What follows belongs to an exercise in optimizing a design on an open flow for small area, a short achievable clock period and few clock cycles per item; a production flow would make more cautious choices.
The RTL was checked by simulation tests, not by an equivalence proof against the original design.

**flow/run.sh**
```bash
#!/bin/bash
# Own layout flow: the standard flow with two changes.
#  1. Port buffers are buf_2 cells instead of the flow's default choice
#     (every port still gets its own buffer).
#  2. After the standard synthesis, polarity.py rewrites 2:1 muxes as a22oi
#     cells and removes inverters between
#     self-dual cells (full adders, 2:1 muxes) by flipping their polarity;
#     registers and the function are unchanged.
# Each tool's output goes to a log file of its own in this folder.
set -euo pipefail
export BUFFER_PORTS_ARGS="-buffer_cell sky130_fd_sc_hd__buf_2"
RES=orfs/results/$FLOW_PLATFORM/mon_pixel_comp/base
bash standard.sh synth > synth.log 2>&1
cp $RES/1_2_yosys.v yosys_standard.v
python3 flow/polarity.py yosys_standard.v $RES/1_2_yosys.v --aoi > polarity.log 2>&1
rm -f $RES/1_synth.odb
bash standard.sh > layout.log 2>&1
```
**flow/polarity.py**
```python
#!/usr/bin/env python3
"""Remove inverters from a mapped sky130 netlist by choosing the polarity of
self-dual cells.

A full adder (fa_*) gives inverted SUM and COUT when all three inputs are
inverted, and a 2:1 mux (mux2_*, mux2i_*) gives an inverted output when both
data inputs are inverted.  Each such cell may therefore be "flipped": fed the
complement of every (data) input, with its outputs then carrying the
complement of their old values.  This script picks flips that reduce the
number of nets that need an inverter, removes every inverter cell, and puts
back one inverter per signal that some load needs in the other polarity.
The function of the netlist is unchanged; registers are not touched.

usage: polarity.py IN.v OUT.v [--aoi]

With --aoi, every 2:1 mux is first rewritten as an a22oi (smaller) on its
select and the select's complement, and then takes part as a flippable cell.
"""
import re
import sys
import random

OUT_PINS = {'X', 'Y', 'Q', 'Q_N', 'SUM', 'COUT', 'HI', 'LO'}


def is_inv(t):
    return re.search(r'__(inv|clkinv)_\d+$', t) is not None


def is_buf(t):
    return re.search(r'__(buf|clkbuf)_\d+$', t) is not None


def flip_pins(t, name=''):
    """Input pins that are complemented when a cell is flipped, or None."""
    if re.search(r'__fa_\d+$', t):
        return ('A', 'B', 'CIN')
    if re.search(r'__mux2i?_\d+$', t):
        return ('A0', 'A1')
    if name.startswith('_amux') and re.search(r'__a22oi_\d+$', t):
        return ('A2', 'B2')
    return None


def muxes_to_aoi(cells):
    """Rewrite each 2:1 mux as an a22oi on the select and its complement:
    ~(S & A1 | ~S & A0).  A mux2 gets an inverter after it (which the
    polarity pass may then remove); one inverter per select net makes ~S."""
    out = []
    sel_n = {}
    extra = []
    k = 0
    for t, n, pins in cells:
        m = re.search(r'__(mux2i?)_\d+$', t)
        if not m:
            out.append([t, n, pins])
            continue
        d = dict(pins)
        k += 1
        s = d['S']
        if s not in sel_n:
            sel_n[s] = f'_amuxs{len(sel_n) + 1}_'
            extra.append(sel_n[s])
            out.append(['sky130_fd_sc_hd__inv_1', f'_amuxsinv{len(sel_n)}_', [('A', s), ('Y', sel_n[s])]])
        if m.group(1) == 'mux2i':
            y = d['Y']
        else:
            y = f'_amuxy{k}_'
            extra.append(y)
            out.append(['sky130_fd_sc_hd__inv_1', f'_amuxyinv{k}_', [('A', y), ('Y', d['X'])]])
        out.append(['sky130_fd_sc_hd__a22oi_1', f'_amux{k}_',
                    [('A1', s), ('A2', d['A1']), ('B1', sel_n[s]), ('B2', d['A0']), ('Y', y)]])
    return out, extra


def main(src, dst):
    text = open(src).read()
    m = re.search(r'^module\s+\S+\s*\(.*?\);\n', text, re.S | re.M)
    head_end = m.end()
    end = text.rindex('endmodule')
    body = text[head_end:end]
    # split body into declarations and cell instances
    cell_re = re.compile(r'^\s*(sky130_fd_sc_hd__\w+)\s+(\S+)\s*\((.*?)\);\s*$', re.S | re.M)
    cells = []
    decl = []
    pos = 0
    for cm in cell_re.finditer(body):
        chunk = body[pos:cm.start()]
        decl.append(chunk)
        pins = [(p, n.strip()) for p, n in re.findall(r'\.(\w+)\(([^()]*)\)', cm.group(3))]
        cells.append([cm.group(1), cm.group(2), pins])
        pos = cm.end()
    tail = body[pos:]
    extra_wires = []
    if AOI:
        cells, extra_wires = muxes_to_aoi(cells)
    assert not re.search(r'\bassign\b', ''.join(decl) + tail), 'assign statements not handled'

    # output port bits
    outs = set()
    for dm in re.finditer(r'^\s*output\s+(\[[^\]]+\]\s*)?(\S+);', text[:end], re.M):
        rng, name = dm.group(1), dm.group(2)
        if rng:
            hi, lo = map(int, re.findall(r'\d+', rng))
            for b in range(min(hi, lo), max(hi, lo) + 1):
                outs.add(f'{name}[{b}]')
        else:
            outs.add(name)

    # inverter map: out net -> in net; buffers (not driving a port) are
    # removed too, as the flow's own buffer removal would do.
    inv_of = {}
    buf_of = {}
    for t, n, pins in cells:
        d = dict(pins)
        if is_inv(t):
            inv_of[d['Y']] = d['A']
        elif is_buf(t) and d['X'] not in outs:
            buf_of[d['X']] = d['A']

    def root(net):
        par = 0
        seen = 0
        while net in inv_of or net in buf_of:
            if net in inv_of:
                net = inv_of[net]
                par ^= 1
            else:
                net = buf_of[net]
            seen += 1
            assert seen < 1000
        return net, par

    def dropped(t, pins):
        d = dict(pins)
        return is_inv(t) or (is_buf(t) and d['X'] not in outs)

    # drivers of roots
    driver = {}
    for i, (t, n, pins) in enumerate(cells):
        if dropped(t, pins):
            continue
        for p, net in pins:
            if p in OUT_PINS:
                driver[net] = i
    # loads: list of (cell index, pin, root, parity)
    loads = {}
    keep = []
    for i, (t, n, pins) in enumerate(cells):
        if dropped(t, pins):
            continue
        keep.append(i)
        for k, (p, net) in enumerate(pins):
            if p in OUT_PINS or net == '' or net.startswith("1'b"):
                continue
            r, par = root(net)
            loads.setdefault(r, []).append((i, k, par))
    # An output port net driven through inverters would need special care.
    for o in outs:
        if o in inv_of or o in buf_of:
            sys.exit(f'output {o} is driven by an inverter; not handled')

    flippable = {i: flip_pins(cells[i][0], cells[i][1]) for i in keep}
    flippable = {i: fp for i, fp in flippable.items() if fp}
    flip = {i: 0 for i in flippable}

    def cost_root(r):
        d = driver.get(r)
        phys = flip.get(d, 0) if d is not None else 0
        need = False
        for (i, k, par) in loads.get(r, []):
            want = par
            fp = flippable.get(i)
            if fp and cells[i][2][k][0] in fp and flip[i]:
                want ^= 1
            if want ^ phys:
                need = True
                break
        return 1 if need else 0

    # roots touched by each flippable cell
    touch = {}
    for r, ls in loads.items():
        for (i, k, par) in ls:
            if i in flippable:
                touch.setdefault(i, set()).add(r)
    for i in flippable:
        for p, net in cells[i][2]:
            if p in OUT_PINS:
                touch.setdefault(i, set()).add(net)

    def total():
        return sum(cost_root(r) for r in loads)

    before = total()
    order = list(flippable)
    rng = random.Random(1)

    def descend():
        improved = True
        passes = 0
        while improved and passes < 60:
            improved = False
            passes += 1
            rng.shuffle(order)
            for i in order:
                rs = touch.get(i, ())
                c0 = sum(cost_root(r) for r in rs)
                flip[i] ^= 1
                c1 = sum(cost_root(r) for r in rs)
                if c1 < c0 or (c1 == c0 and rng.random() < 0.3):
                    improved = improved or c1 < c0
                else:
                    flip[i] ^= 1

    best = None
    for start in range(STARTS):
        for i in flip:
            flip[i] = 0 if start == 0 else rng.randint(0, 1)
        descend()
        c = total()
        if best is None or c < best[0]:
            best = (c, dict(flip))
    flip.update(best[1])
    after = total()

    # rebuild netlist
    new_wires = []
    inv_net = {}
    new_cells = []
    ninv = 0
    for r in loads:
        d = driver.get(r)
        phys = flip.get(d, 0) if d is not None else 0
        for (i, k, par) in loads[r]:
            want = par
            fp = flippable.get(i)
            if fp and cells[i][2][k][0] in fp and flip[i]:
                want ^= 1
            if want ^ phys:
                if r not in inv_net:
                    ninv += 1
                    w = f'_pol{ninv}_'
                    inv_net[r] = w
                    new_wires.append(w)
                    new_cells.append(('sky130_fd_sc_hd__inv_1', f'_polinv{ninv}_', [('A', r), ('Y', w)]))
                cells[i][2][k] = (cells[i][2][k][0], inv_net[r])
            else:
                cells[i][2][k] = (cells[i][2][k][0], r)
    out = [text[:head_end]]
    out.append(''.join(decl))
    for w in extra_wires + new_wires:
        out.append(f'  wire {w};\n')
    def emit(t, n, pins):
        ps = ',\n'.join(f'    .{p}({net}{" " if net.startswith(chr(92)) else ""})' for p, net in pins)
        return f'  {t} {n} (\n{ps}\n  );\n'
    for i in keep:
        t, n, pins = cells[i]
        out.append(emit(t, n, pins))
    for t, n, pins in new_cells:
        out.append(emit(t, n, pins))
    out.append(tail)
    out.append(text[end:])
    open(dst, 'w').write(''.join(out))
    print(f'inverter cells before: {len(inv_of)}; signals needing an inverter: '
          f'{before} before flips, {after} after; inverters written: {ninv}; '
          f'flipped {sum(flip.values())} of {len(flip)} cells')


AOI = False
STARTS = 30

if __name__ == '__main__':
    AOI = '--aoi' in sys.argv[3:]
    main(sys.argv[1], sys.argv[2])
```
**standard.sh**
```bash
#!/bin/bash
# synth_recipe.tcl (not shown) runs the flow's synth.tcl, then flattens the netlist and writes it again
# the make line also repeats each setting of config.mk as NAME=value (left out here)
make -C /OpenROAD-flow-scripts/flow DESIGN_CONFIG=/design/flow/config.mk WORK_HOME=/design/flow/orfs CLKGATE_MAP_FILE= SYNTH_SCRIPT=/design/flow/synth_recipe.tcl "${@:-finish}"
```
**config.mk**
```make
export PLATFORM = sky130hd
export DESIGN_NAME = mon_pixel_comp
export DESIGN_NICKNAME = mon_pixel_comp
export VERILOG_FILES = /design/flow/design.v
export SDC_FILE = /design/flow/constraint.sdc
export NUM_CORES = 4
export LEC_CHECK = 0
export CAP_MARGIN = 20
export CORE_MARGIN = 2
export CORE_UTILIZATION = 60
export SLEW_MARGIN = 20
```
**constraint.sdc**
```tcl
create_clock -name core_clock -period 38.0 [get_ports {clk}]
set_input_delay 7.6000 -clock core_clock [delete_from_list [all_inputs] [get_ports {clk}]]
set_output_delay 7.6000 -clock core_clock [all_outputs]
set_load 0.01 [all_outputs]
```
**design.v**
```verilog
module mon_pixel_comp_blend (
    input  wire [7:0]  alpha,
    input  wire [11:0] p,
    input  wire [11:0] v,
    output wire [11:0] r
);
    wire [11:0] m0 = alpha[0] ? p : v;
    wire [11:0] m1 = alpha[1] ? p : v;
    wire [11:0] m2 = alpha[2] ? p : v;
    wire [11:0] m3 = alpha[3] ? p : v;
    wire [11:0] m4 = alpha[4] ? p : v;
    wire [11:0] m5 = alpha[5] ? p : v;
    wire [11:0] m6 = alpha[6] ? p : v;
    wire [11:0] m7 = alpha[7] ? p : v;
    wire t1 = m0[5] ^ m1[4];
    wire t2 = m0[5] & m1[4];
    wire t3 = m0[6] ^ m1[5] ^ m2[4];
    wire t4 = (m0[6] & m1[5]) | (m0[6] & m2[4]) | (m1[5] & m2[4]);
    wire t5 = m3[3] ^ m4[2];
    wire t6 = m3[3] & m4[2];
    wire t7 = m0[7] ^ m1[6] ^ m2[5];
    wire t8 = (m0[7] & m1[6]) | (m0[7] & m2[5]) | (m1[6] & m2[5]);
    wire t9 = m3[4] ^ m4[3] ^ m5[2];
    wire t10 = (m3[4] & m4[3]) | (m3[4] & m5[2]) | (m4[3] & m5[2]);
    wire t11 = m6[1] ^ m7[0];
    wire t12 = m6[1] & m7[0];
    wire t13 = m0[8] ^ m1[7] ^ m2[6];
    wire t14 = (m0[8] & m1[7]) | (m0[8] & m2[6]) | (m1[7] & m2[6]);
    wire t15 = m3[5] ^ m4[4] ^ m5[3];
    wire t16 = (m3[5] & m4[4]) | (m3[5] & m5[3]) | (m4[4] & m5[3]);
    wire t17 = m6[2] ^ m7[1] ^ m7[8];
    wire t18 = (m6[2] & m7[1]) | (m6[2] & m7[8]) | (m7[1] & m7[8]);
    wire t19 = m0[9] ^ m1[8] ^ m2[7];
    wire t20 = (m0[9] & m1[8]) | (m0[9] & m2[7]) | (m1[8] & m2[7]);
    wire t21 = m3[6] ^ m4[5] ^ m5[4];
    wire t22 = (m3[6] & m4[5]) | (m3[6] & m5[4]) | (m4[5] & m5[4]);
    wire t23 = m6[3] ^ m7[2] ^ m7[9];
    wire t24 = (m6[3] & m7[2]) | (m6[3] & m7[9]) | (m7[2] & m7[9]);
    wire t25 = m0[10] ^ m1[9] ^ m2[8];
    wire t26 = (m0[10] & m1[9]) | (m0[10] & m2[8]) | (m1[9] & m2[8]);
    wire t27 = m3[7] ^ m4[6] ^ m5[5];
    wire t28 = (m3[7] & m4[6]) | (m3[7] & m5[5]) | (m4[6] & m5[5]);
    wire t29 = m6[4] ^ m7[3] ^ m7[10];
    wire t30 = (m6[4] & m7[3]) | (m6[4] & m7[10]) | (m7[3] & m7[10]);
    wire t31 = m0[11] ^ m1[10] ^ m2[9];
    wire t32 = (m0[11] & m1[10]) | (m0[11] & m2[9]) | (m1[10] & m2[9]);
    wire t33 = m3[8] ^ m4[7] ^ m5[6];
    wire t34 = (m3[8] & m4[7]) | (m3[8] & m5[6]) | (m4[7] & m5[6]);
    wire t35 = m6[5] ^ m7[4] ^ m7[11];
    wire t36 = (m6[5] & m7[4]) | (m6[5] & m7[11]) | (m7[4] & m7[11]);
    wire t37 = m1[11] ^ m2[10] ^ m3[9];
    wire t38 = (m1[11] & m2[10]) | (m1[11] & m3[9]) | (m2[10] & m3[9]);
    wire t39 = m4[8] ^ m5[7] ^ m6[6];
    wire t40 = (m4[8] & m5[7]) | (m4[8] & m6[6]) | (m5[7] & m6[6]);
    wire t41 = m2[11] ^ m3[10] ^ m4[9];
    wire t42 = (m2[11] & m3[10]) | (m2[11] & m4[9]) | (m3[10] & m4[9]);
    wire t43 = m0[3] ^ m1[2];
    wire t44 = m0[3] & m1[2];
    wire t45 = m0[4] ^ m1[3] ^ m2[2];
    wire t46 = (m0[4] & m1[3]) | (m0[4] & m2[2]) | (m1[3] & m2[2]);
    wire t47 = m3[1] ^ m4[0];
    wire t48 = m3[1] & m4[0];
    wire t49 = t1 ^ m2[3] ^ m3[2];
    wire t50 = (t1 & m2[3]) | (t1 & m3[2]) | (m2[3] & m3[2]);
    wire t51 = m4[1] ^ m5[0] ^ m7[5];
    wire t52 = (m4[1] & m5[0]) | (m4[1] & m7[5]) | (m5[0] & m7[5]);
    wire t53 = t3 ^ t5 ^ m5[1];
    wire t54 = (t3 & t5) | (t3 & m5[1]) | (t5 & m5[1]);
    wire t55 = m6[0] ^ m7[6] ^ t2;
    wire t56 = (m6[0] & m7[6]) | (m6[0] & t2) | (m7[6] & t2);
    wire t57 = t7 ^ t9 ^ t11;
    wire t58 = (t7 & t9) | (t7 & t11) | (t9 & t11);
    wire t59 = m7[7] ^ t4 ^ t6;
    wire t60 = (m7[7] & t4) | (m7[7] & t6) | (t4 & t6);
    wire t61 = t13 ^ t15 ^ t17;
    wire t62 = (t13 & t15) | (t13 & t17) | (t15 & t17);
    wire t63 = t8 ^ t10 ^ t12;
    wire t64 = (t8 & t10) | (t8 & t12) | (t10 & t12);
    wire t65 = t19 ^ t21 ^ t23;
    wire t66 = (t19 & t21) | (t19 & t23) | (t21 & t23);
    wire t67 = t14 ^ t16 ^ t18;
    wire t68 = (t14 & t16) | (t14 & t18) | (t16 & t18);
    wire t69 = t25 ^ t27 ^ t29;
    wire t70 = (t25 & t27) | (t25 & t29) | (t27 & t29);
    wire t71 = t20 ^ t22 ^ t24;
    wire t72 = (t20 & t22) | (t20 & t24) | (t22 & t24);
    wire t73 = t31 ^ t33 ^ t35;
    wire t74 = (t31 & t33) | (t31 & t35) | (t33 & t35);
    wire t75 = t26 ^ t28 ^ t30;
    wire t76 = (t26 & t28) | (t26 & t30) | (t28 & t30);
    wire t77 = t37 ^ t39 ^ m7[5];
    wire t78 = (t37 & t39) | (t37 & m7[5]) | (t39 & m7[5]);
    wire t79 = t32 ^ t34 ^ t36;
    wire t80 = (t32 & t34) | (t32 & t36) | (t34 & t36);
    wire t81 = t41 ^ m5[8] ^ m6[7];
    wire t82 = (t41 & m5[8]) | (t41 & m6[7]) | (m5[8] & m6[7]);
    wire t83 = m7[6] ^ t38 ^ t40;
    wire t84 = (m7[6] & t38) | (m7[6] & t40) | (t38 & t40);
    wire t85 = m3[11] ^ m4[10] ^ m5[9];
    wire t86 = (m3[11] & m4[10]) | (m3[11] & m5[9]) | (m4[10] & m5[9]);
    wire t87 = m6[8] ^ m7[7] ^ t42;
    wire t88 = (m6[8] & m7[7]) | (m6[8] & t42) | (m7[7] & t42);
    wire t89 = m4[11] ^ m5[10] ^ m6[9];
    wire t90 = (m4[11] & m5[10]) | (m4[11] & m6[9]) | (m5[10] & m6[9]);
    wire t91 = m0[2] ^ m1[1];
    wire t92 = m0[2] & m1[1];
    wire t93 = t43 ^ m2[1] ^ m3[0];
    wire t94 = (t43 & m2[1]) | (t43 & m3[0]) | (m2[1] & m3[0]);
    wire t95 = t45 ^ t47 ^ m7[4];
    wire t96 = (t45 & t47) | (t45 & m7[4]) | (t47 & m7[4]);
    wire t97 = t49 ^ t51 ^ t46;
    wire t98 = (t49 & t51) | (t49 & t46) | (t51 & t46);
    wire t99 = t53 ^ t55 ^ t50;
    wire t100 = (t53 & t55) | (t53 & t50) | (t55 & t50);
    wire t101 = t57 ^ t59 ^ t54;
    wire t102 = (t57 & t59) | (t57 & t54) | (t59 & t54);
    wire t103 = t61 ^ t63 ^ t58;
    wire t104 = (t61 & t63) | (t61 & t58) | (t63 & t58);
    wire t105 = t65 ^ t67 ^ t62;
    wire t106 = (t65 & t67) | (t65 & t62) | (t67 & t62);
    wire t107 = t69 ^ t71 ^ t66;
    wire t108 = (t69 & t71) | (t69 & t66) | (t71 & t66);
    wire t109 = t73 ^ t75 ^ t70;
    wire t110 = (t73 & t75) | (t73 & t70) | (t75 & t70);
    wire t111 = t77 ^ t79 ^ t74;
    wire t112 = (t77 & t79) | (t77 & t74) | (t79 & t74);
    wire t113 = t81 ^ t83 ^ t78;
    wire t114 = (t81 & t83) | (t81 & t78) | (t83 & t78);
    wire t115 = t85 ^ t87 ^ t82;
    wire t116 = (t85 & t87) | (t85 & t82) | (t87 & t82);
    wire t117 = t89 ^ m7[8] ^ t86;
    wire t118 = (t89 & m7[8]) | (t89 & t86) | (m7[8] & t86);
    wire t119 = m5[11] ^ m6[10] ^ m7[9];
    wire t120 = (m5[11] & m6[10]) | (m5[11] & m7[9]) | (m6[10] & m7[9]);
    wire t121 = m0[1] ^ m1[0];
    wire t122 = m0[1] & m1[0];
    wire t123 = t91 ^ m2[0] ^ m7[2];
    wire t124 = (t91 & m2[0]) | (t91 & m7[2]) | (m2[0] & m7[2]);
    wire t125 = t93 ^ m7[3] ^ t92;
    wire t126 = (t93 & m7[3]) | (t93 & t92) | (m7[3] & t92);
    wire t127 = t95 ^ t44 ^ t94;
    wire t128 = (t95 & t44) | (t95 & t94) | (t44 & t94);
    wire t129 = t97 ^ t48 ^ t96;
    wire t130 = (t97 & t48) | (t97 & t96) | (t48 & t96);
    wire t131 = t99 ^ t52 ^ t98;
    wire t132 = (t99 & t52) | (t99 & t98) | (t52 & t98);
    wire t133 = t101 ^ t56 ^ t100;
    wire t134 = (t101 & t56) | (t101 & t100) | (t56 & t100);
    wire t135 = t103 ^ t60 ^ t102;
    wire t136 = (t103 & t60) | (t103 & t102) | (t60 & t102);
    wire t137 = t105 ^ t64 ^ t104;
    wire t138 = (t105 & t64) | (t105 & t104) | (t64 & t104);
    wire t139 = t107 ^ t68 ^ t106;
    wire t140 = (t107 & t68) | (t107 & t106) | (t68 & t106);
    wire t141 = t109 ^ t72 ^ t108;
    wire t142 = (t109 & t72) | (t109 & t108) | (t72 & t108);
    wire t143 = t111 ^ t76 ^ t110;
    wire t144 = (t111 & t76) | (t111 & t110) | (t76 & t110);
    wire t145 = t113 ^ t80 ^ t112;
    wire t146 = (t113 & t80) | (t113 & t112) | (t80 & t112);
    wire t147 = t115 ^ t84 ^ t114;
    wire t148 = (t115 & t84) | (t115 & t114) | (t84 & t114);
    wire t149 = t117 ^ t88 ^ t116;
    wire t150 = (t117 & t88) | (t117 & t116) | (t88 & t116);
    wire t151 = t119 ^ t90 ^ t118;
    wire t152 = (t119 & t90) | (t119 & t118) | (t90 & t118);
    wire t153 = m6[11] ^ m7[10] ^ t120;
    wire t154 = (m6[11] & m7[10]) | (m6[11] & t120) | (m7[10] & t120);
    wire [19:0] ra = {1'b0, m7[11], t153, t151, t149, t147, t145, t143, t141, t139, t137, t135, t133, t131, t129, t127, t125, t123, t121, m0[0]};
    wire [19:0] rb = {1'b0, t154, t152, t150, t148, t146, t144, t142, t140, t138, t136, t134, t132, t130, t128, t126, t124, t122, m7[1], m7[0]};
    wire [8:0] lo = {1'b0, ra[7:0]} + {1'b0, rb[7:0]};
    assign r = ra[19:8] + rb[19:8] + {11'd0, lo[8]};
endmodule
module mon_pixel_comp (
    input  wire         clk,
    input  wire         rst,             
    input  wire         cfg_we,
    input  wire [1:0]   cfg_addr,        
    input  wire [11:0]  cfg_wdata,
    input  wire         in_valid,
    output wire         in_ready,
    input  wire         in_layer_hit,    
    input  wire [7:0]   in_layer_alpha,  
    input  wire [29:0]  in_layer_pix,    
    input  wire [3:0]   in_plane_hit,    
    input  wire [127:0] in_plane_pix,    
    output wire         out_valid,
    input  wire         out_ready,
    output wire [35:0]  out_pix          
);
    reg [11:0] bg0, bg1, bg2;
    reg        depth10;                  
    always @(posedge clk) begin
        if (rst) begin
            bg0     <= 12'd0;
            bg1     <= 12'd0;
            bg2     <= 12'd0;
            depth10 <= 1'b0;
        end else if (cfg_we) begin
            case (cfg_addr)
                2'd0: bg0     <= cfg_wdata;
                2'd1: bg1     <= cfg_wdata;
                2'd2: bg2     <= cfg_wdata;
                2'd3: depth10 <= cfg_wdata[0];
            endcase
        end
    end
    reg  rdy;                            
    reg  skid_full;                      
    wire en = !skid_full;                
    assign in_ready = rdy;
    reg         s0_valid;
    reg [7:0]   s0_la;
    reg [29:0]  s0_lp;
    reg [127:0] s0_pp;
    integer k;
    always @(posedge clk) begin
        if (rst)
            s0_valid <= 1'b0;
        else if (en)
            s0_valid <= in_valid;
    end
    always @(posedge clk) begin
        if (en) begin
            s0_la <= in_layer_hit ? in_layer_alpha : 8'd0;
            s0_lp <= in_layer_pix;
            for (k = 0; k < 4; k = k + 1) begin
                s0_pp[32*k+24 +: 8] <= in_plane_hit[k] ? in_plane_pix[32*k+24 +: 8] : 8'd0;
                s0_pp[32*k    +: 24] <= in_plane_pix[32*k +: 24];
            end
        end
    end
    wire [11:0] l0, l1, l2;
    mon_pixel_comp_blend u_l0 (.alpha(s0_la), .p({s0_lp[29:20], 2'b00}), .v(bg0), .r(l0));
    mon_pixel_comp_blend u_l1 (.alpha(s0_la), .p({s0_lp[19:10], 2'b00}), .v(bg1), .r(l1));
    mon_pixel_comp_blend u_l2 (.alpha(s0_la), .p({s0_lp[9:0],   2'b00}), .v(bg2), .r(l2));
    reg         s1_valid;
    reg [35:0]  s1_v;
    reg [127:0] s1_pp;
    always @(posedge clk) begin
        if (rst)
            s1_valid <= 1'b0;
        else if (en)
            s1_valid <= s0_valid;
    end
    always @(posedge clk) begin
        if (en) begin
            s1_v  <= {l0, l1, l2};
            s1_pp <= s0_pp;
        end
    end
    function [11:0] expand8;
        input [7:0] c;
        begin
            expand8 = {c, 4'b0000} + {8'd0, c[7:4]};
        end
    endfunction
    wire [11:0] q0_0, q0_1, q0_2;
    mon_pixel_comp_blend u_q00 (.alpha(s1_pp[31:24]), .p(expand8(s1_pp[15:8])),  .v(s1_v[35:24]), .r(q0_0));
    mon_pixel_comp_blend u_q01 (.alpha(s1_pp[31:24]), .p(expand8(s1_pp[7:0])),   .v(s1_v[23:12]), .r(q0_1));
    mon_pixel_comp_blend u_q02 (.alpha(s1_pp[31:24]), .p(expand8(s1_pp[23:16])), .v(s1_v[11:0]),  .r(q0_2));
    reg         s2_valid;
    reg [35:0]  s2_v;
    reg [95:0]  s2_pp;
    always @(posedge clk) begin
        if (rst)
            s2_valid <= 1'b0;
        else if (en)
            s2_valid <= s1_valid;
    end
    always @(posedge clk) begin
        if (en) begin
            s2_v  <= {q0_0, q0_1, q0_2};
            s2_pp <= s1_pp[127:32];
        end
    end
    wire [11:0] q1_0, q1_1, q1_2;
    mon_pixel_comp_blend u_q10 (.alpha(s2_pp[31:24]), .p(expand8(s2_pp[15:8])),  .v(s2_v[35:24]), .r(q1_0));
    mon_pixel_comp_blend u_q11 (.alpha(s2_pp[31:24]), .p(expand8(s2_pp[7:0])),   .v(s2_v[23:12]), .r(q1_1));
    mon_pixel_comp_blend u_q12 (.alpha(s2_pp[31:24]), .p(expand8(s2_pp[23:16])), .v(s2_v[11:0]),  .r(q1_2));
    reg         s3_valid;
    reg [35:0]  s3_v;
    reg [63:0]  s3_pp;
    always @(posedge clk) begin
        if (rst)
            s3_valid <= 1'b0;
        else if (en)
            s3_valid <= s2_valid;
    end
    always @(posedge clk) begin
        if (en) begin
            s3_v  <= {q1_0, q1_1, q1_2};
            s3_pp <= s2_pp[95:32];
        end
    end
    wire [11:0] q2_0, q2_1, q2_2;
    mon_pixel_comp_blend u_q20 (.alpha(s3_pp[31:24]), .p(expand8(s3_pp[15:8])),  .v(s3_v[35:24]), .r(q2_0));
    mon_pixel_comp_blend u_q21 (.alpha(s3_pp[31:24]), .p(expand8(s3_pp[7:0])),   .v(s3_v[23:12]), .r(q2_1));
    mon_pixel_comp_blend u_q22 (.alpha(s3_pp[31:24]), .p(expand8(s3_pp[23:16])), .v(s3_v[11:0]),  .r(q2_2));
    reg         s4_valid;
    reg [35:0]  s4_v;
    reg [31:0]  s4_pp;
    always @(posedge clk) begin
        if (rst)
            s4_valid <= 1'b0;
        else if (en)
            s4_valid <= s3_valid;
    end
    always @(posedge clk) begin
        if (en) begin
            s4_v  <= {q2_0, q2_1, q2_2};
            s4_pp <= s3_pp[63:32];
        end
    end
    wire [11:0] q3_0, q3_1, q3_2;
    mon_pixel_comp_blend u_q30 (.alpha(s4_pp[31:24]), .p(expand8(s4_pp[15:8])),  .v(s4_v[35:24]), .r(q3_0));
    mon_pixel_comp_blend u_q31 (.alpha(s4_pp[31:24]), .p(expand8(s4_pp[7:0])),   .v(s4_v[23:12]), .r(q3_1));
    mon_pixel_comp_blend u_q32 (.alpha(s4_pp[31:24]), .p(expand8(s4_pp[23:16])), .v(s4_v[11:0]),  .r(q3_2));
    wire [1:0]  lo_keep = depth10 ? 2'b00 : 2'b11;
    wire [35:0] res = {q3_0[11:2], q3_0[1:0] & lo_keep,
                       q3_1[11:2], q3_1[1:0] & lo_keep,
                       q3_2[11:2], q3_2[1:0] & lo_keep};
    reg         o_valid;
    reg         o_empty;
    reg [35:0]  o_pix;
    reg [35:0]  skid_pix;
    wire        o_load = o_empty || out_ready;
    always @(posedge clk) begin
        if (rst) begin
            o_valid   <= 1'b0;
            o_empty   <= 1'b1;
            rdy       <= 1'b1;
            skid_full <= 1'b0;
        end else if (skid_full) begin
            if (out_ready) begin
                rdy       <= 1'b1;       
                skid_full <= 1'b0;
            end
        end else if (o_load) begin
            o_valid   <= s4_valid;
            o_empty   <= !s4_valid;
        end else if (s4_valid) begin
            rdy       <= 1'b0;           
            skid_full <= 1'b1;
        end
    end
    always @(posedge clk) begin
        if (en)
            skid_pix <= res;
        if (o_load)
            o_pix <= skid_full ? skid_pix : res;
    end
    assign out_valid = o_valid;
    assign out_pix   = o_pix;
endmodule
```
==> flow_metrics.py, run 1 <==
metrics = {
    "clock_tree": {
        "root_buffer": "clkbuf_16",
        "numCtsBuffers": 81,
        "clock-sinks": 748,
        "post_cts_buffers": 0,
        "cts_htree_levels": 3,
        "clk_pin_slew_ns": 0.06,
        "cts_tree": "yes",
        "hold_buffers": 0,
        "cts_resized": 0,
        "clock_path_buffers": 3,
        "insertion_delay_ns": 0.69,
    },
    "global_routing": {
        "grt_start_max_net_pins": 174,
        "grt_antenna_before_repair": 2,
        "grt_pass1_vias": 51600,
        "track_usage_pct": 32.57,
        "grt_pass1_wl_um": 294500,
        "grt.overflow.total": 0,
    },
    "route": {
        "wl_um": 187400,
        "vias": 50340,
        "firstDrtPassIters": 10,
        "viasPerCell": 6.390,
        "drc": 0,
        "drt_iter0_drc": 5547,
        "wl_per_cell_um": 23.79,
        "ant_nets": 0,
    },
    "timing": {
        "hold_viol_final": 0,
        "slew_violations": 0,
        "worst_pin_slew_ns": 1.058,
        "fin_crit_ns": 8.816,
        "period_share_pct": 23.20,
        "finalSetupViolations": 0,
        "relSlewSlack_pct": 29.44,
        "layout_setup_ws_ns": 29.18,
        "fmax_mhz": 113.4,
        "finalClockSkew_ns": 0.03319,
        "rsz0062_at_grt": "false",
        "setup-tns-final_ns": 0,
    },
    "die": {
        "initial_core_util_pct": 60.34,
        "die_w_um": 342.6,
        "io_pins": 228,
        "die_area_um2": 117400,
        "chipHeight_um": 342.6,
        "rows": 124,
        "core_area_um2": 114000,
    },
    "synth": {
        "synth.cell_area_um2": 68810,
        "yosysWarnings": 1,
        "netlist_instances": 5923,
        "syn_area_per_cell_um2": 11.62,
        "syn_nets": 7553,
    },
    "cells_and_area": {
        "multi_input_area_um2": 44170,
        "fin_cells": 7877,
        "n_fill_cell": 8948,
        "areaGrowthSynthToFinish_pct": 8.919,
        "nets": 7931,
        "final-seq-area_um2": 21640,
        "drive_gt1_share_pct": 6.787,
        "antenna_cells": 0,
    },
    "place": {
        "hpwlAfterDp_um": 142800,
        "routabilityCongestion": 0.9688,
        "dp_slack_ns": 29.08,
        "port_buffers": 227,
        "placedCellCount": 7730,
    },
    "worst_setup_path": {
        "path_buf_inv": 1,
        "cp-end-kind": "primary output",
        "worstPathRequired_ns": 30.40,
        "max_stage_delay_ns": 0.38,
        "cp_max_fo": 1,
        "cp_top_family": "flip-flops",
        "critPathArrivalTime_ns": 1.22,
        "slowest_stage": "edfxtp_1",
        "crit_chain": "buf_2",
        "worstSetupPathType": "flop to primary output",
        "start_kind": "flop",
    },
    "hold_path": {
        "worstHoldPathType": "flop to flop",
    },
    "job": {
        "maxCapViolations": 0,
    },
    "outcome": {
        "outcome": "complete, no violations",
    },
}
cell usage in the layout (no fill, tap or decap), types with 53 or more instances in the layout:
cell       instances
dfxtp_1           81
xnor2_1           53
edfxtp_1         666
fa_1            1080
nand2_1          445
buf_4             67
nor2b_1           76
nor2_1           131
a21o_1            53
ha_1             360
a22oi_1          777
a21oi_1          137
clkbuf_16         81
buf_2            227
o21a_1           291
nor3_1            53
o21ai_0          487
inv_1            797
flip-flops by register name, indices dropped and copies added, names as in the netlist, 8 cells and up:
register,cells
s0_pp,128
s1_pp,128
s2_pp,96
s3_pp,64
o_pix,36
s1_v,36
s2_v,36
s3_v,36
s4_v,36
skid_pix,36
s4_pp,32
s0_lp,30
bg0,12
bg1,12
bg2,12
s0_la,8
routing by layer:
metal  global-route usage, %  part of all wire (%)
met1                   45.12                    40
met2                   50.96                    47
met3                   5.242                   8.8
met4                   15.11                   5.0
met5                       0                     0
area by class of cell:
type	count	area share, %
Clock buffer	97	2.798
Clock inverter	50	0.6411
Inverter	798	4.007
Multi-Input combinational cell	4377	58.94
Sequential cell	748	28.88
Tap cell	1512	2.524
Timing Repair Buffer	295	2.214
worst paths after layout:
| kind | start | endpoint | slack, ns | cells past startpoint |
|---|---|---|---|---|
| worst max-delay path | o_pix[6] | out_pix[6] | 29.18 | 1 |
| worst min-delay path | s0_pp[66] | s1_pp[66] | 0.41 | 0 |
| worst max register to register | s3_pp[26] | s4_v[16] | 30.82 | 20 |
| worst min register to register | s0_pp[66] | s1_pp[66] | 0.41 | 0 |
metrics by stage:
stage / area (µm²) / hold slack, ns / util (%)
after floorplan: 68810 / 0.4003 / -
after global placement: 72370 / 0.4008 / 63.46
after detailed placement: 72370 / 0.4045 / 63.46
after CTS: 74940 / 0.4061 / 65.72
after global routing: 74940 / 0.4182 / 65.72
final: 74940 / 0.4088 / 65.72
Testbench counts, summed over its fixed seeds: cycles 24,048, items 24,000.
==> run 2: changes to the inputs <==
--- a/config.mk
+++ b/config.mk
@@ -10,2 +10,4 @@
 export CORE_UTILIZATION = 60
+export CTS_CLUSTER_DIAMETER = 100
+export CTS_CLUSTER_SIZE = 30
 export SLEW_MARGIN = 20
==> run 2 against run 1 <==
  * Worst hold slack got worse by 0.0056 ns
  * Critical path depth unchanged
  * Final area shrank 1.7%
  * Non-clock buffer count unchanged
  * Count of clock-buffer cells in the layout fell by 48
  * Flip-flop and latch count unchanged
  * Via count decreased by 1.0%
  * Sequential share of layout area is 0.51 points higher
  * Clock skew grew 0.020 ns
  * Cell count is 1.0% lower
  * Highest routed layer unchanged
==> flow_metrics.py, run 2 <==
metrics = {
    "outcome": {
        "outcome": "complete, no violations",
    },
    "place": {
        "dp_slack_ns": 29.08,
        "port_buffers": 227,
        "routabilityCongestion": 0.9688,
        "hpwlAfterDp_um": 142800,
    },
    "worst_setup_path": {
        "max_stage_delay_ns": 0.40,
        "crit_chain": "buf_2",
        "cp_max_fo": 1,
        "worstSetupPathType": "flop to primary output",
        "critPathArrivalTime_ns": 1.22,
        "slowest_stage": "edfxtp_1",
        "cp-end-kind": "primary output",
        "path_buf_inv": 1,
        "start_kind": "flop",
        "cp_top_family": "flip-flops",
        "worstPathRequired_ns": 30.40,
    },
    "route": {
        "drc": 0,
        "viasPerCell": 6.392,
        "wl_per_cell_um": 23.78,
        "ant_nets": 0,
        "firstDrtPassIters": 8,
        "vias": 49830,
        "wl_um": 185400,
        "drt_iter0_drc": 5697,
    },
    "timing": {
        "rsz0062_at_grt": "false",
        "finalSetupViolations": 0,
        "finalClockSkew_ns": 0.05281,
        "fin_crit_ns": 8.822,
        "worst_pin_slew_ns": 1.005,
        "slew_violations": 0,
        "setup-tns-final_ns": 0,
        "timing.hold.ws_ns": 0.4032,
        "hold_viol_final": 0,
        "period_share_pct": 23.22,
        "layout_setup_ws_ns": 29.18,
        "relSlewSlack_pct": 33.01,
        "fmax_mhz": 113.4,
    },
    "job": {
        "maxCapViolations": 0,
    },
    "synth": {
        "synth.cell_area_um2": 68810,
        "yosysWarnings": 1,
        "syn_nets": 7553,
        "netlist_instances": 5923,
        "syn_area_per_cell_um2": 11.62,
    },
    "global_routing": {
        "grt_use_met2_pct": 50.81,
        "grt_start_max_net_pins": 174,
        "grt_antenna_before_repair": 4,
        "use_met3_pct": 4.843,
        "grt_pass1_wl_um": 291800,
        "met1_usage_pct": 45.02,
        "grt.overflow.total": 0,
        "top_usage_layer": "met2",
        "track_usage_pct": 32.18,
        "grt_pass1_vias": 50980,
    },
    "clock_tree": {
        "clk_pin_slew_ns": 0.11,
        "hold_buffers": 0,
        "cts_tree": "yes",
        "post_cts_buffers": 0,
        "cts_htree_levels": 2,
        "root_buffer": "clkbuf_16",
        "insertion_delay_ns": 0.67,
        "cts_resized": 0,
        "clock_path_buffers": 3,
        "clock-sinks": 748,
        "numCtsBuffers": 37,
    },
    "die": {
        "die_area_um2": 117400,
        "core_area_um2": 114000,
        "die_w_um": 342.6,
        "io_pins": 228,
        "rows": 124,
        "chipHeight_um": 342.6,
        "initial_core_util_pct": 60.34,
    },
    "hold_path": {
        "worstHoldPathType": "flop to flop",
    },
    "cells_and_area": {
        "antenna_cells": 0,
        "mostFrequentLayoutCell": "fa_1",
        "multi_input_area_um2": 44170,
        "nets": 7887,
        "final-seq-area_um2": 21640,
        "top_regs": "s0_pp (128), s1_pp (128), s2_pp (96)",
        "n_fill_cell": 9075,
        "areaGrowthSynthToFinish_pct": 7.041,
        "drive_gt1_share_pct": 5.857,
        "final_cell_mix": "fa_1 (1080), inv_1 (797), a22oi_1 (777), edfxtp_1 (666), o21ai_0 (487)",
    },
}
-- run 2: routing by layer --
metal	wire (µm)	part of all wire (%)
met5	0	0
met4	8694	4.7
met3	16180	8.7
met2	86560	47
met1	73960	40
-- run 2: final cells by class --
cell class                 count  share of cell area (%)
clock buffer                  49                   1.376
clock inverter                16                  0.3686
inverter                     798                   4.077
multi-input combinational   4377                   59.97
sequential                   748                   29.38
tap                         1512                   2.569
timing repair buffer         295                   2.253
-- run 2: stage by stage --
| step | utilization, % | instance area, µm² | std cells |
|---|---|---|---|
| finish | 64.59 | 73650 | 7795 |
| global placement | 63.46 | 72370 | 7730 |
| detailed placement | 63.46 | 72370 | 7730 |
| floorplan | - | 68810 | 5923 |
| CTS | 64.59 | 73650 | 7795 |
| global route | 64.59 | 73650 | 7795 |
-- run 2: worst paths after layout --
kind	start	end	slack (ns)	depth (start not counted)
worst max-delay path	o_pix[6]	out_pix[6]	29.18	1
worst min-delay path	s2_pp[61]	s3_pp[29]	0.40	0
worst max register to register	s2_pp[25]	s3_v[10]	30.91	21
worst min register to register	s2_pp[61]	s3_pp[29]	0.40	0
==> run 3: changes to the inputs <==
--- a/flow/polarity.py
+++ b/flow/polarity.py
@@ -44,2 +44,75 @@
 
+def oai_muxes(cells, keep_nets):
+    """Find 2:1 muxes that synthesis built as o21ai/o21a fed by a nand2 on
+    the select: o21ai(a, S, nand(S, d)) = S ? d : ~a and
+    o21a(a, S, nand(S, d)) = S ? ~d : a.  Each becomes a mux2 cell (with an
+    inverter on the complemented data input), which muxes_to_aoi then
+    rewrites.  keep_nets are nets that must keep their driver (ports)."""
+    drv = {}
+    fan = {}
+    for i, (t, n, pins) in enumerate(cells):
+        for p, net in pins:
+            if p in OUT_PINS:
+                drv[net] = i
+            else:
+                fan[net] = fan.get(net, 0) + 1
+    alias = {}
+    for t, n, pins in cells:
+        d = dict(pins)
+        if is_inv(t):
+            alias[d['Y']] = (d['A'], 1)
+        elif is_buf(t) and d['X'] not in keep_nets:
+            alias[d['X']] = (d['A'], 0)
+
+    def rt(net):
+        par = 0
+        while net in alias:
+            net, p = alias[net]
+            par ^= p
+        return net, par
+    gone = set()
+    new = []
+    k = 0
+    for i, (t, n, pins) in enumerate(cells):
+        m = re.search(r'__(o21ai|o21a)_\d+$', t)
+        if not m or i in gone:
+            continue
+        d = dict(pins)
+        j = drv.get(d['B1'])
+        if j is None or j in gone or fan.get(d['B1'], 0) != 1:
+            continue
+        if not re.search(r'__nand2_\d+$', cells[j][0]):
+            continue
+        nd = dict(cells[j][2])
+        found = None
+        for x, y in (('A1', 'A2'), ('A2', 'A1')):
+            for c, e in (('A', 'B'), ('B', 'A')):
+                if rt(d[x]) == rt(nd[c]):
+                    found = (d[x], d[y], nd[e])
+                    break
+            if found:
+                break
+        if not found:
+            continue
+        sel, other, dat = found
+        k += 1
+        out = d['Y'] if m.group(1) == 'o21ai' else d['X']
+        inv_in = f'_omuxn{k}_'
+        if m.group(1) == 'o21ai':
+            # S ? dat : ~other
+            new.append(['sky130_fd_sc_hd__inv_1', f'_omuxinv{k}_', [('A', other), ('Y', inv_in)]])
+            new.append(['sky130_fd_sc_hd__mux2_1', f'_omux{k}_',
+                        [('A0', inv_in), ('A1', dat), ('S', sel), ('X', out)]])
+        else:
+            # S ? ~dat : other
+            new.append(['sky130_fd_sc_hd__inv_1', f'_omuxinv{k}_', [('A', dat), ('Y', inv_in)]])
+            new.append(['sky130_fd_sc_hd__mux2_1', f'_omux{k}_',
+                        [('A0', other), ('A1', inv_in), ('S', sel), ('X', out)]])
+        gone.add(i)
+        gone.add(j)
+    cells = [c for i, c in enumerate(cells) if i not in gone] + new
+    wires = [f'_omuxn{q}_' for q in range(1, k + 1)]
+    return cells, wires, k
+
+
 def muxes_to_aoi(cells):
@@ -95,3 +168,15 @@
     if AOI:
-        cells, extra_wires = muxes_to_aoi(cells)
+        outs0 = set()
+        for dm in re.finditer(r'^\s*output\s+(\[[^\]]+\]\s*)?(\S+);', text[:end], re.M):
+            rng, name = dm.group(1), dm.group(2)
+            if rng:
+                hi, lo = map(int, re.findall(r'\d+', rng))
+                for b in range(min(hi, lo), max(hi, lo) + 1):
+                    outs0.add(f'{name}[{b}]')
+            else:
+                outs0.add(name)
+        cells, extra_wires, nom = oai_muxes(cells, outs0)
+        cells, w2 = muxes_to_aoi(cells)
+        extra_wires += w2
+        print(f'o21ai/o21a muxes found: {nom}')
     assert not re.search(r'\bassign\b', ''.join(decl) + tail), 'assign statements not handled'
@@ -224,2 +309,23 @@
     flip.update(best[1])
+    # simulated annealing from the best local optimum
+    import math
+    cur = best[0]
+    temp = 1.0
+    steps = ANNEAL
+    for step in range(steps):
+        i = order[rng.randrange(len(order))]
+        rs = touch.get(i, ())
+        c0 = sum(cost_root(r) for r in rs)
+        flip[i] ^= 1
+        c1 = sum(cost_root(r) for r in rs)
+        dlt = c1 - c0
+        if dlt <= 0 or rng.random() < math.exp(-dlt / temp):
+            cur += dlt
+            if cur < best[0]:
+                best = (cur, dict(flip))
+        else:
+            flip[i] ^= 1
+        temp = max(0.05, 1.0 * (1 - step / steps))
+    flip.update(best[1])
+    descend()
     after = total()
@@ -270,3 +376,4 @@
 AOI = False
-STARTS = 30
+STARTS = 4
+ANNEAL = 3000000
 
--- a/config.mk
+++ b/config.mk
@@ -9,3 +9,3 @@
 export CORE_MARGIN = 2
-export CORE_UTILIZATION = 60
+export CORE_UTILIZATION = 70
 export CTS_CLUSTER_DIAMETER = 100
==> run 3 against run 2 <==
  * Still clean
  * Synthesized cell count is 3.1% lower
  * Area after synthesis is 0.94% lower
  * Sequential share of layout area is 0.36 points higher
  * Clock skew is 0.019 ns lower
  * Setup slack worse by 0.0061 ns
  * Final area is 1.2% lower
  * Global-route usage is 5.1 points higher
  * Highest routed layer is now met5
==> flow_metrics.py, run 3 <==
metrics = {
    "outcome": {
        "outcome": "complete, no violations",
    },
    "worst_setup_path": {
        "worstPathRequired_ns": 30.40,
        "r2r_slack_ns": 30.88,
        "crit_cells": 1,
        "start_kind": "flop",
        "max_stage_delay_ns": 0.41,
        "slowest_stage": "edfxtp_1",
        "critPathArrivalTime_ns": 1.23,
        "worstSetupPathType": "flop to primary output",
        "cp_top_family": "flip-flops",
        "r2r-start": "s3_pp[26]",
        "crit_chain": "buf_2",
        "startpoint": "o_pix[4]",
        "r2r-end": "s4_v[22]",
        "endpoint": "out_pix[4]",
        "path_buf_inv": 1,
        "reg2reg_depth": 21,
        "cp_max_fo": 1,
        "cp-end-kind": "primary output",
    },
    "timing": {
        "hold_viol_final": 0,
        "finalClockSkew_ns": 0.03346,
        "worst_pin_slew_ns": 1.040,
        "slew_violations": 0,
        "fmax_mhz": 113.3,
        "fin_crit_ns": 8.828,
        "finalSetupViolations": 0,
        "relSlewSlack_pct": 30.67,
        "setup-tns-final_ns": 0,
        "period_share_pct": 23.23,
        "rsz0062_at_grt": "false",
        "timing.hold.ws_ns": 0.4180,
    },
    "clock_tree": {
        "cts_htree_levels": 2,
        "clk_pin_slew_ns": 0.10,
        "cts_tree": "yes",
        "insertion_delay_ns": 0.67,
        "clock-sinks": 748,
        "post_cts_buffers": 0,
        "clock_path_buffers": 3,
        "root_buffer": "clkbuf_16",
        "hold_buffers": 0,
        "cts_resized": 0,
        "numCtsBuffers": 38,
    },
    "global_routing": {
        "grt.overflow.total": 0,
        "grt_start_max_net_pins": 174,
        "grt_antenna_before_repair": 3,
        "grt_pass1_wl_um": 287500,
        "grt_pass1_vias": 51640,
        "track_usage_pct": 37.31,
    },
    "synth": {
        "netlist_instances": 5738,
        "yosysWarnings": 1,
        "synth.cell_area_um2": 68160,
        "syn_nets": 7368,
        "syn_area_per_cell_um2": 11.88,
    },
    "cells_and_area": {
        "nets": 7704,
        "mostFrequentLayoutCell": "fa_1",
        "final_cell_mix": "fa_1 (1080), a22oi_1 (795), edfxtp_1 (666), inv_1 (630), o21ai_0 (469)",
        "multi_input_area_um2": 44150,
        "final-seq-area_um2": 21640,
        "top_regs": "s0_pp (128), s1_pp (128), s2_pp (96)",
        "drive_gt1_share_pct": 6.100,
        "final_util_pct": 75.36,
        "n_fill_cell": 6513,
        "areaGrowthSynthToFinish_pct": 6.770,
    },
    "die": {
        "core_area_um2": 96570,
        "die_w_um": 316.0,
        "initial_core_util_pct": 70.58,
        "io_pins": 228,
        "chipHeight_um": 316.0,
        "die_area_um2": 99880,
        "rows": 114,
    },
    "route": {
        "viasPerCell": 6.898,
        "ant_nets": 0,
        "vias": 50870,
        "drc": 0,
        "drt_iter0_drc": 7268,
        "wl_um": 182600,
        "firstDrtPassIters": 13,
        "wl_per_cell_um": 24.75,
    },
    "job": {
        "maxCapViolations": 0,
    },
    "place": {
        "hpwlAfterDp_um": 136200,
        "routabilityCongestion": 0.9798,
        "port_buffers": 227,
    },
    "hold_path": {
        "worstHoldPathType": "flop to flop",
        "min_delay_path_depth": 0,
    },
}
run 3: worst min-delay path by stage:
stage / from / end / slack, ns
2_1_floorplan: s0_pp[0] / s1_pp[0] / 0.40
3_3_place_gp: s0_pp[59] / s1_pp[59] / 0.40
3_5_place_dp: s0_pp[0] / s1_pp[0] / 0.40
4_1_cts: s1_pp[62] / s2_pp[30] / 0.42
5_1_grt: s0_pp[72] / s1_pp[72] / 0.42
6_report: s0_pp[75] / s1_pp[75] / 0.42
run 3: worst register-to-register path, delay by kind of cell (launching register included):
kind / cells / cell delay, ns
fa+ha+maj: 7 / 3.30
compound gates: 6 / 1.44
buf+inv: 4 / 1.21
simple gates: 4 / 0.49
flops: 1 / 0.37
run 3: metrics by stage:
stage	cells	area, µm²	setup WS [ns]
CTS	7374	72770	29.12
global placement	7310	71430	29.21
floorplan	5738	68160	22.71
global route	7374	72770	29.12
detailed placement	7310	71430	29.05
finish	7375	72770	29.17
run 3: layer usage:
layer / wire, µm / track usage (%) / share of wire, % / up-vias
met3: 21930 / 8.836 / 12 / 697
li1: - / - / - / 21660
met5: 11 / 0 / 0.0060 / -
met1: 67430 / 51.34 / 37 / 24930
met4: 8887 / 15.23 / 4.9 / 2
met2: 84290 / 58.05 / 46 / 3580
run 3: final cells by class:
cell class              instances  area share, %
multi-input cells            4359          60.67
flip-flops and latches        748          29.74
inverters                     631          3.265
repair buffers                296          2.290
well taps                    1276          2.194
clock buffers                  46          1.436
clock inverters                18         0.4058
diodes                          1       0.003439
==> run 4: changes to the inputs <==
--- a/design.v
+++ b/design.v
@@ -190,2 +190,5 @@
 );
+    reg        wr_we;
+    reg [1:0]  wr_addr;
+    reg [11:0] wr_data;
     reg [11:0] bg0, bg1, bg2;
@@ -193,2 +196,7 @@
     always @(posedge clk) begin
+        wr_we   <= cfg_we && !rst;
+        wr_addr <= cfg_addr;
+        wr_data <= cfg_wdata;
+    end
+    always @(posedge clk) begin
         if (rst) begin
@@ -198,8 +206,8 @@
             depth10 <= 1'b0;
-        end else if (cfg_we) begin
-            case (cfg_addr)
-                2'd0: bg0     <= cfg_wdata;
-                2'd1: bg1     <= cfg_wdata;
-                2'd2: bg2     <= cfg_wdata;
-                2'd3: depth10 <= cfg_wdata[0];
+        end else if (wr_we) begin
+            case (wr_addr)
+                2'd0: bg0     <= wr_data;
+                2'd1: bg1     <= wr_data;
+                2'd2: bg2     <= wr_data;
+                2'd3: depth10 <= wr_data[0];
             endcase
==> flow/run.sh (replaced) <==
#!/bin/bash
# Own layout flow: the standard flow with these changes.
#  1. Port buffers are buf_2 cells instead of the flow's default choice
#     (every port still gets its own buffer).
#  2. After the standard synthesis, polarity.py rewrites 2:1 muxes as a22oi
#     cells and removes inverters between self-dual cells (full adders,
#     2:1 muxes) by flipping their polarity; registers and the function are
#     unchanged.
#  3. The clock tree is built without dummy loads.
# Each tool's output goes to a log file of its own in this folder.
set -euo pipefail
export BUFFER_PORTS_ARGS="-buffer_cell sky130_fd_sc_hd__buf_2"
# clock tree: clusters of up to 30 flip-flops, no dummy loads
export CTS_ARGS="-sink_clustering_enable -repair_clock_nets -sink_clustering_size 30 -sink_clustering_max_diameter 100 -dont_use_dummy_load"
RES=orfs/results/$FLOW_PLATFORM/mon_pixel_comp/base
bash standard.sh synth > synth.log 2>&1
cp $RES/1_2_yosys.v yosys_standard.v
python3 flow/polarity.py yosys_standard.v $RES/1_2_yosys.v --aoi > polarity.log 2>&1
rm -f $RES/1_synth.odb
bash standard.sh > layout.log 2>&1
--- a/config.mk
+++ b/config.mk
@@ -10,4 +10,2 @@
 export CORE_UTILIZATION = 70
-export CTS_CLUSTER_DIAMETER = 100
-export CTS_CLUSTER_SIZE = 30
 export SLEW_MARGIN = 20
==> run 4 against run 3 <==
  * Final area fell by 0.10%
  * First-iteration DRC count fell by 6.9%
  * Global-route usage fell by 0.25 points
  * Critical path type unchanged
  * Count of clock-buffer cells in the layout fell by 7
  * Via count barely moved
  * Core utilization fell by 0.30 points
  * Critical endpoint is now out_pix[11]
  * Still clean
  * Area after synthesis rose by 0.45%
==> flow_metrics.py, run 4 <==
metrics = {
    "clock_tree": {
        "hold_buffers": 0,
        "cts_tree": "yes",
        "clock-sinks": 763,
        "numCtsBuffers": 39,
        "clock_path_buffers": 3,
        "post_cts_buffers": 0,
        "root_buffer": "clkbuf_16",
        "cts_resized": 0,
        "insertion_delay_ns": 0.66,
        "clk_pin_slew_ns": 0.11,
        "cts_htree_levels": 2,
    },
    "die": {
        "rows": 114,
        "core_area_um2": 96850,
        "die_area_um2": 100300,
        "initial_core_util_pct": 70.69,
        "io_pins": 228,
        "die_w_um": 316.7,
        "chipHeight_um": 316.7,
    },
    "synth": {
        "synth.cell_area_um2": 68460,
        "syn_nets": 7384,
        "netlist_instances": 5754,
        "syn_area_per_cell_um2": 11.90,
        "yosysWarnings": 1,
    },
    "global_routing": {
        "grt_pass1_vias": 52160,
        "grt_pass1_wl_um": 287100,
        "grt.overflow.total": 0,
        "grt_antenna_before_repair": 3,
        "track_usage_pct": 37.06,
        "grt_start_max_net_pins": 156,
    },
    "timing": {
        "period_share_pct": 23.12,
        "setup-tns-final_ns": 0,
        "worst_pin_slew_ns": 1.034,
        "relSlewSlack_pct": 31.06,
        "slew_violations": 0,
        "finalSetupViolations": 0,
        "fin_crit_ns": 8.786,
        "finalClockSkew_ns": 0.06603,
        "hold_viol_final": 0,
        "rsz0062_at_grt": "false",
        "fmax_mhz": 113.8,
        "timing.hold.ws_ns": 0.3556,
    },
    "hold_path": {
        "worstHoldPathType": "flop to flop",
        "min_delay_path_depth": 0,
        "min_to": "s3_pp[55]",
        "min-delay-start": "s2_pp[87]",
    },
    "cells_and_area": {
        "final_cell_mix": "fa_1 (1080), a22oi_1 (795), edfxtp_1 (666), inv_1 (630), o21ai_0 (469)",
        "top_regs": "s0_pp (128), s1_pp (128), s2_pp (96)",
        "nets": 7719,
        "n_fill_cell": 6587,
        "fin_cells": 7363,
        "multi_input_area_um2": 44150,
        "areaGrowthSynthToFinish_pct": 6.183,
        "drive_gt1_share_pct": 5.766,
        "final-seq-area_um2": 21940,
        "mostFrequentLayoutCell": "fa_1",
        "antenna_cells": 0,
    },
    "worst_setup_path": {
        "worstSetupPathType": "flop to primary output",
        "critPathArrivalTime_ns": 1.19,
        "max_stage_delay_ns": 0.39,
        "start_kind": "flop",
        "crit_chain": "buf_2",
        "crit_cells": 1,
        "reg2reg_depth": 19,
        "r2r-end": "o_pix[32]",
        "path_buf_inv": 1,
        "cp_top_family": "flip-flops",
        "worstPathRequired_ns": 30.40,
        "slowest_stage": "edfxtp_1",
        "cp-end-kind": "primary output",
        "r2r-start": "s4_pp[26]",
        "r2r_slack_ns": 30.94,
        "cp_max_fo": 1,
    },
    "place": {
        "placedCellCount": 7324,
        "routabilityCongestion": 0.9863,
        "port_buffers": 227,
        "hpwlAfterDp_um": 136500,
    },
    "route": {
        "wl_per_cell_um": 24.78,
        "drt_iter0_drc": 6764,
        "firstDrtPassIters": 14,
        "viasPerCell": 6.913,
        "vias": 50900,
        "drc": 0,
        "ant_nets": 0,
        "wl_um": 182500,
    },
    "job": {
        "maxCapViolations": 0,
    },
    "outcome": {
        "outcome": "complete, no violations",
    },
}
## run 4: worst max path at each step
stage,startpoint,end,slack [ns]
after floorplan,skid_full,o_pix[22],22.71
after global placement,out_ready,o_pix[25],29.39
after detailed placement,out_ready,o_pix[25],29.35
after CTS,o_pix[11],out_pix[11],29.19
after global routing,o_pix[0],out_pix[0],29.17
final,o_pix[11],out_pix[11],29.21
## run 4: layout make-up
| class | count | area share (%) |
|---|---|---|
| flip-flops and latches | 763 | 30.18 |
| inverters | 631 | 3.268 |
| multi-input cells | 4360 | 60.74 |
| well taps | 1276 | 2.196 |
| clock buffers | 39 | 1.342 |
| repair buffers | 294 | 2.272 |
## run 4: stage by stage
| step | instance area (µm²) | utilization (%) | worst slack, ns |
|---|---|---|---|
| 6_report | 72700 | 75.06 | 29.21 |
| 5_1_grt | 72700 | 75.06 | 29.17 |
| 4_1_cts | 72700 | 75.06 | 29.19 |
| 3_5_place_dp | 71720 | 74.05 | 29.35 |
| 3_3_place_gp | 71720 | 74.05 | 29.39 |
| 2_1_floorplan | 68460 | - | 22.71 |
## run 4: per-layer routing
layer  GRT usage, %  wire [µm]  share of wire [%]  vias up
li1               -          -                  -    21690
met2          58.17      84330                 46     3565
met3          8.158      21140                 12      716
met1          50.35      67450                 37    24930
met4          16.42       9508                5.2        6
met5         0.3314         68              0.037        -
Testbench counts of run 4, summed over its fixed seeds: cycles 24,048, items 24,000.
==> run 5: changes to the inputs <==
--- a/config.mk
+++ b/config.mk
@@ -9,3 +9,3 @@
 export CORE_MARGIN = 2
-export CORE_UTILIZATION = 70
+export CORE_UTILIZATION = 75
 export SLEW_MARGIN = 20
==> run 5 against run 4 <==
  * Core utilization rose by 5.3 points
  * Critical path depth unchanged
  * Sequential share of layout area grew 0.076 points
  * Wire length is 2.1% higher
  * Still clean on timing, DRC and antenna
  * Synthesized cell count did not move
  * Critical endpoint is now out_pix[1]
  * Highest routed layer is now met4
==> flow_metrics.py, run 5 <==
metrics = {
    "die": {
        "die_w_um": 306.1,
        "chipHeight_um": 306.1,
        "io_pins": 228,
        "initial_core_util_pct": 75.83,
        "rows": 110,
        "core_area_um2": 90290,
        "die_area_um2": 93720,
    },
    "place": {
        "hpwlAfterDp_um": 138700,
        "post_dp_cell_area_um2": 71590,
        "dp_slack_ns": 29.33,
        "port_buffers": 227,
        "routabilityCongestion": 1.006,
    },
    "worst_setup_path": {
        "cp_top_family": "flip-flops",
        "max_stage_delay_ns": 0.43,
        "r2r-start": "s3_pp[26]",
        "startpoint": "o_pix[1]",
        "start_kind": "flop",
        "crit_chain": "buf_2",
        "critPathArrivalTime_ns": 1.26,
        "cp-end-kind": "primary output",
        "worstPathRequired_ns": 30.40,
        "worstSetupPathType": "flop to primary output",
        "path_buf_inv": 1,
        "slowest_stage": "edfxtp_1",
        "cp_max_fo": 1,
    },
    "hold_path": {
        "worstHoldPathType": "flop to flop",
        "min-delay-start": "s1_pp[52]",
    },
    "global_routing": {
        "grt.overflow.total": 0,
        "grt_use_met2_pct": 63.48,
        "grt_start_max_net_pins": 187,
        "grt_antenna_before_repair": 0,
        "grt_pass1_wl_um": 294600,
        "grt_pass1_vias": 53780,
        "use_met3_pct": 10.38,
        "track_usage_pct": 40.68,
        "met1_usage_pct": 53.87,
        "top_usage_layer": "met2",
    },
    "cells_and_area": {
        "final_cell_mix": "fa_1 (1080), a22oi_1 (795), edfxtp_1 (666), inv_1 (630), o21ai_0 (469)",
        "drive_gt1_share_pct": 5.720,
        "top_regs": "s0_pp (128), s1_pp (128), s2_pp (96)",
        "nets": 7716,
        "post-route-cell-area_um2": 72510,
        "mostFrequentLayoutCell": "fa_1",
        "areaGrowthSynthToFinish_pct": 5.916,
        "antenna_cells": 0,
        "n_fill_cell": 5494,
    },
    "route": {
        "wl_um": 186300,
        "wl_per_cell_um": 25.66,
        "firstDrtPassIters": 11,
        "drc": 0,
        "viasPerCell": 7.160,
        "drt_iter0_drc": 7900,
        "vias": 51990,
        "ant_nets": 0,
    },
    "timing": {
        "rsz0062_at_grt": "false",
        "period_share_pct": 23.33,
        "hold_viol_final": 0,
        "finalClockSkew_ns": 0.07484,
        "layout_setup_ws_ns": 29.14,
        "worst_pin_slew_ns": 1.012,
        "relSlewSlack_pct": 32.45,
        "fmax_mhz": 112.8,
        "fin_crit_ns": 8.864,
        "finalSetupViolations": 0,
        "setup-tns-final_ns": 0,
        "slew_violations": 0,
    },
    "job": {
        "maxCapViolations": 0,
    },
    "synth": {
        "netlist_instances": 5754,
        "syn_nets": 7384,
        "synth.cell_area_um2": 68460,
        "syn_area_per_cell_um2": 11.90,
        "yosysWarnings": 1,
    },
    "clock_tree": {
        "clock-sinks": 763,
        "numCtsBuffers": 37,
        "hold_buffers": 0,
        "cts_resized": 0,
        "cts_tree": "yes",
        "post_cts_buffers": 0,
        "insertion_delay_ns": 0.66,
        "clk_pin_slew_ns": 0.11,
        "root_buffer": "clkbuf_16",
        "cts_htree_levels": 2,
        "clock_path_buffers": 3,
    },
    "outcome": {
        "outcome": "complete, no violations",
    },
}
==> run 5: metrics by stage <==
stage	utilization, %	std cells	hold WS (ns)
floorplan	-	5754	0.4003
detailed placement	79.29	7223	0.4045
CTS	80.31	7260	0.3813
finish	80.31	7260	0.3807
global placement	79.29	7223	0.4002
global route	80.31	7260	0.3939
==> run 5: cell type report <==
cell class                      count  area (µm²)  area share (%)
Multi-Input combinational cell   4360       44150           60.89
Sequential cell                   763       21940           30.26
Inverter                          631        2376           3.277
Timing Repair Buffer              293        1644           2.267
Clock buffer                       37       925.9           1.277
Tap cell                         1176        1471           2.029
==> run 5: final timing paths <==
path                     end  slack [ns]  cells after the start
setup / recovery  out_pix[1]       29.14                      1
hold / removal     s2_pp[20]        0.38                      0
setup reg to reg    s4_v[34]       30.79                     21
hold reg to reg    s2_pp[20]        0.38                      0
==> run 5: metal layers <==
layer | vias to the layer above | share of wire [%]
met5 | - | 0
met4 | 0 | 6.1
met3 | 940 | 13
met2 | 4212 | 46
met1 | 25140 | 35
li1 | 21690 | -

[afterwards: timing with drivers on the ports]
The flow's constraints put no driver on any port. The routed layouts listed below were extracted and timed again, unchanged, in two steps. Step 1: set_driving_cell puts a clkbuf_16 on clk and a buf_2 on each other input, an assumption about the parent block. Step 2 times the ports against the registers' clock, not the clock port: input delays grow and output delays shrink by t, the midpoint of the rising clock arrivals with the driver on. Slacks: no drivers / after step 1 / after step 2; pairs: no drivers / after step 1.
| run | t (ns) | setup slack, ns | slew at the worst register clock pin (ns) |
|---|---|---|---|
| run 1 | 0.751 | 29.184 / 29.111 / 29.037 | 0.06 / 0.06 |
| run 2 | 0.718 | 29.178 / 29.105 / 29.085 | 0.11 / 0.11 |
| run 3 | 0.728 | 29.172 / 29.099 / 29.007 | 0.11 / 0.11 |
| run 4 | 0.703 | 29.214 / 29.141 / 29.336 | 0.11 / 0.11 |
| run 5 | 0.700 | 29.136 / 29.061 / 29.285 | 0.11 / 0.11 |
After both steps setup and hold are still met in every run listed. For run 3, which loses most, drivers alone change the setup slack by -0.073 ns; drivers and shift together by -0.165 ns.
